Source: an optimization exercise on an open RTL-to-GDS flow (aim: small area, a short achievable clock period and few clock cycles per item). Production flows keep margins and buffers that such runs may drop.
In this exercise RTL edits were held to simulation tests only and were not proved equivalent to the original.
Power and IR drop assume default switching activity.

==> design/flow/run.sh <==
#!/bin/bash
# synth_recipe.tcl (not shown) runs the flow's synth.tcl, then flattens the netlist and writes it again
# the make line also repeats each setting of config.mk as NAME=value (left out here)
make -C /OpenROAD-flow-scripts/flow DESIGN_CONFIG=/design/flow/config.mk WORK_HOME=/design/flow/orfs CLKGATE_MAP_FILE= SYNTH_SCRIPT=/design/flow/synth_recipe.tcl finish
==> design/flow/config.mk <==
export PLATFORM = sky130hd
export DESIGN_NAME = xu_gmul
export DESIGN_NICKNAME = xu_gmul
export VERILOG_FILES = /design/flow/design.v
export SDC_FILE = /design/flow/constraint.sdc
export NUM_CORES = 4
export LEC_CHECK = 0
export CAP_MARGIN = 20
export CORE_MARGIN = 2
export CORE_UTILIZATION = 40
export SLEW_MARGIN = 20
==> design/flow/constraint.sdc <==
create_clock -name core_clock -period 5.0 [get_ports {clk}]
set_input_delay 1.0000 -clock core_clock [delete_from_list [all_inputs] [get_ports {clk}]]
set_output_delay 1.0000 -clock core_clock [all_outputs]
set_load 0.01 [all_outputs]
==> design/flow/design.v <==
module xu_gmul (
    input  wire         clk,
    input  wire         rst,         
    input  wire         in_valid,
    output wire         in_ready,
    input  wire [127:0] in_a,
    input  wire [127:0] in_b,
    output reg          out_valid,
    output wire [127:0] out_data
);
  localparam [127:0] R = {8'he1, 120'd0};
  reg         busy;
  reg  [6:0]  cnt;
  reg [127:0] x;      
  reg [127:0] v;      
  reg [127:0] z;      
  wire [127:0] a_s;
  wire [127:0] b_s;
  genvar gi;
  generate
    for (gi = 0; gi < 16; gi = gi + 1) begin : g_swap
      assign a_s[8*(15-gi) +: 8]      = in_a[8*gi +: 8];
      assign b_s[8*(15-gi) +: 8]      = in_b[8*gi +: 8];
      assign out_data[8*gi +: 8]      = z[8*(15-gi) +: 8];
    end
  endgenerate
  assign in_ready = !busy;
  always @(posedge clk) begin
    if (rst) begin
      busy      <= 1'b0;
      out_valid <= 1'b0;
    end else begin
      out_valid <= 1'b0;
      if (busy) begin
        if (x[127])
          z <= z ^ v;
        v   <= (v >> 1) ^ (v[0] ? R : 128'd0);
        x   <= x << 1;
        cnt <= cnt + 7'd1;
        if (cnt == 7'd127) begin
          busy      <= 1'b0;
          out_valid <= 1'b1;
        end
      end else if (in_valid) begin
        busy <= 1'b1;
        cnt  <= 7'd0;
        x    <= a_s;
        v    <= b_s;
        z    <= 128'd0;
      end
    end
  end
endmodule
==> run notes <==
startpoint types=flip-flop; core area=41020 µm²; Post-route DRC=0; area growth from synthesis to layout=34.04%; area share of the largest cell type after synthesis=0.7021; flops & latches, synth=393; DRT antenna net count=0; Peak Freq=303.5 MHz; GR Util All Layers=0.1723; post-synthesis cell area=16720 µm²; Clock Path Buffers=3; CTS tree=yes; crit path DAT=2290 ps; routed wl met3=3.582 mm; layout cells sized above 1=0.2278; Slew Limit Headroom=0.2690; # IOs=389; Setup-failing EPs final=0; max-slew violation count=0; vias per std cell=4.842; post-synth top area cell=edfxtp_1; max-cap viol count=0; vias in the first global route=9791; final total power=8.010 mW; Site Rows=74; starting density of the core=0.4077; H-tree depth=2; final net count=1635; Hold Path Class=flip-flop to flip-flop; Final HPWL DP=24.75 mm; WL final=37.96 mm; CTS buffer count=42; wire per inst=19.57 µm; Multi-input gate area=4674 µm²; first-pass GRT wire length=57.74 mm; die height=208.5 µm; Reg area=11790 µm²; final worst path period share=0.6589; antenna violations before repair=3; syn avg cell area=17.05 µm²; Die ar.=43460 µm²; total number of vias=9393; DR top layer=met5; Pleak=7.478 nW; CP Data Required Time=4000 ps; Synth Net Count=1241; status=no timing/DRC/antenna violations; Clock Latency Late Sink=560 ps; met1 WL=16.60 mm; clock sink total=393; Max IR drop VDD=0.0002503 V; worst-margin pin slew=1096 ps; met2 routed WL=17.05 mm; Netlist cell types=24; Ys Warns=1; Final Critical Period=3295 ps; Reg clk slew, reported paths=60 ps; largest net degree at the start of global routing=163; RSZ-0062 raised after global routing=false; most frequent cells in the layout=391 x edfxtp_1, 388 x clkdlybuf4s50_1, 252 x mux2_2; critical-path maximum fanout=53; Clock Tree Root=clkbuf_16; fillers=3387; ranking of synthesized cells by area=edfxtp_1 70%, mux2_2 17%, xnor2_1 6.9%; Worst Path Class, Setup=flip-flop to output port; Setup Skew=14.26 ps; Power Dens Cells=357.3 nW/µm²; cts repair resizes=0; post-CTS setup buffers=0; GP Congestion=0.7238; cts hold-fix bufs=0; post-layout util=0.5465; initial DRC count=555; commonest non-fill, non-tap cell in the layout=edfxtp_1; Seq/Total Area, Yosys=0.7045; # port buffers=388; die width=208.5 µm; total grt overflow=0; first-pass iteration count of the detailed router=6; final number of hold-violating endpoints=0; Post-Synthesis Cells=981; Setup crit end kind=output port
per-layer routing:
layer	track usage	vias up
li1	-	4417
met4	0.05433	2
met5	0	-
met3	0.06566	47
met2	0.2634	331
met1	0.2270	4596
registers in the layout, indices dropped and copies added, names as in the netlist:
register,flops
busy,1
v,128
z,128
cnt,7
x,128
out_valid,1
final timing paths:
check	startpoint	endpoint	slack, ps	depth (start not counted)
hold reg to reg	x[109]	x[110]	540	1
hold / removal	x[109]	x[110]	540	1
setup reg to reg	busy	z[100]	2160	4
setup / recovery	busy	in_ready	1710	2
power by group:
| part | leakage [nW] | switching (mW) | total [mW] | internal [mW] |
|---|---|---|---|---|
| Sequential | 3.76 | 0.129 | 4.06 | 3.93 |
| Clock | 0.642 | 1.27 | 3.00 | 1.73 |
| Combinational | 3.07 | 0.376 | 0.950 | 0.574 |
critical path, cell delays in order (launching register included):
cell and delay [ps]:
dfxtp_4 490, inv_4 510, clkdlybuf4s50_1 700
synthesized netlist by cell type (all sizes together):
cell type  count
o31a           1
buf           44
nand2          2
o21a           1
xor2           2
mux2i          1
or3            1
xnor2        132
nor2b          1
and2           1
nor2         138
edfxtp       391
mux2         252
ha             1
nand2b         1
a21oi          4
o21ai          1
inv            1
nand3          3
dfxtp          2
nor4           1
area by class of cell:
class                      instances  share of cell area
antenna                            3           0.0003349
clock buffer                      55             0.05191
clock inverter                    19            0.006028
inverter                           1           0.0002791
multi-input combinational        543              0.2085
sequential                       393              0.5257
tap                              532             0.02969
timing repair buffer             394              0.1775
per-stage QoR:
stage	cell area, µm²	worst slack [ps]	TNS [ps]	hold slack [ps]	instances
after floorplan	16740	-3465	-536440	523.1	981
after global placement	21110	1314	0	527.4	1863
after detailed placement	21110	1313	0	532.4	1863
after CTS	22410	1587	0	539.2	1937
after global routing	22410	1518	0	552.0	1938
final	22420	1705	0	543.5	1940
cell families (layout without fill, tap and decap cells):
kind of cell | Yosys count | after routing | synth area share
AOI/OAI and AO/OA | 7 | 7 | 0.002469
xor gates and xnor gates | 134 | 134 | 0.07018
adders and majority gates | 1 | 1 | 0.0007480
buffers and inverters | 45 | 469 | 0.01736
DFF | 393 | 393 | 0.7045
muxes | 253 | 253 | 0.1703
other | 0 | 3 | 0
and+or+nand+nor | 148 | 148 | 0.03449
Testbench counts, summed over its fixed seeds: cycles 66,048, ops 512.

[static timing again, ports no longer ideal]
The flow's constraints put no driver on any port. The routed layout listed below was extracted and timed again, unchanged, in two steps. Step 1 assumes that a clkbuf_16 drives the clock port and a buf_2 every other input. Step 2 times the ports against the registers' clock, not the clock port: input delays grow and output delays shrink by t, the midpoint of the rising clock arrivals with the driver on. Slacks: ideal / step 1 / step 2; pairs: ideal / step 1.
t (ns): 0.599
setup WS [ns]: 1.705 / 1.657 / 1.296
hold slack, ns: 0.544 / 0.544 / 0.544
worst register clock-pin slew, ns: 0.06 / 0.06
pins driven straight from the clock port: 1
After both steps this run still meets setup and hold. For this run, drivers alone change the setup slack by -0.048 ns; drivers and shift together by -0.409 ns.
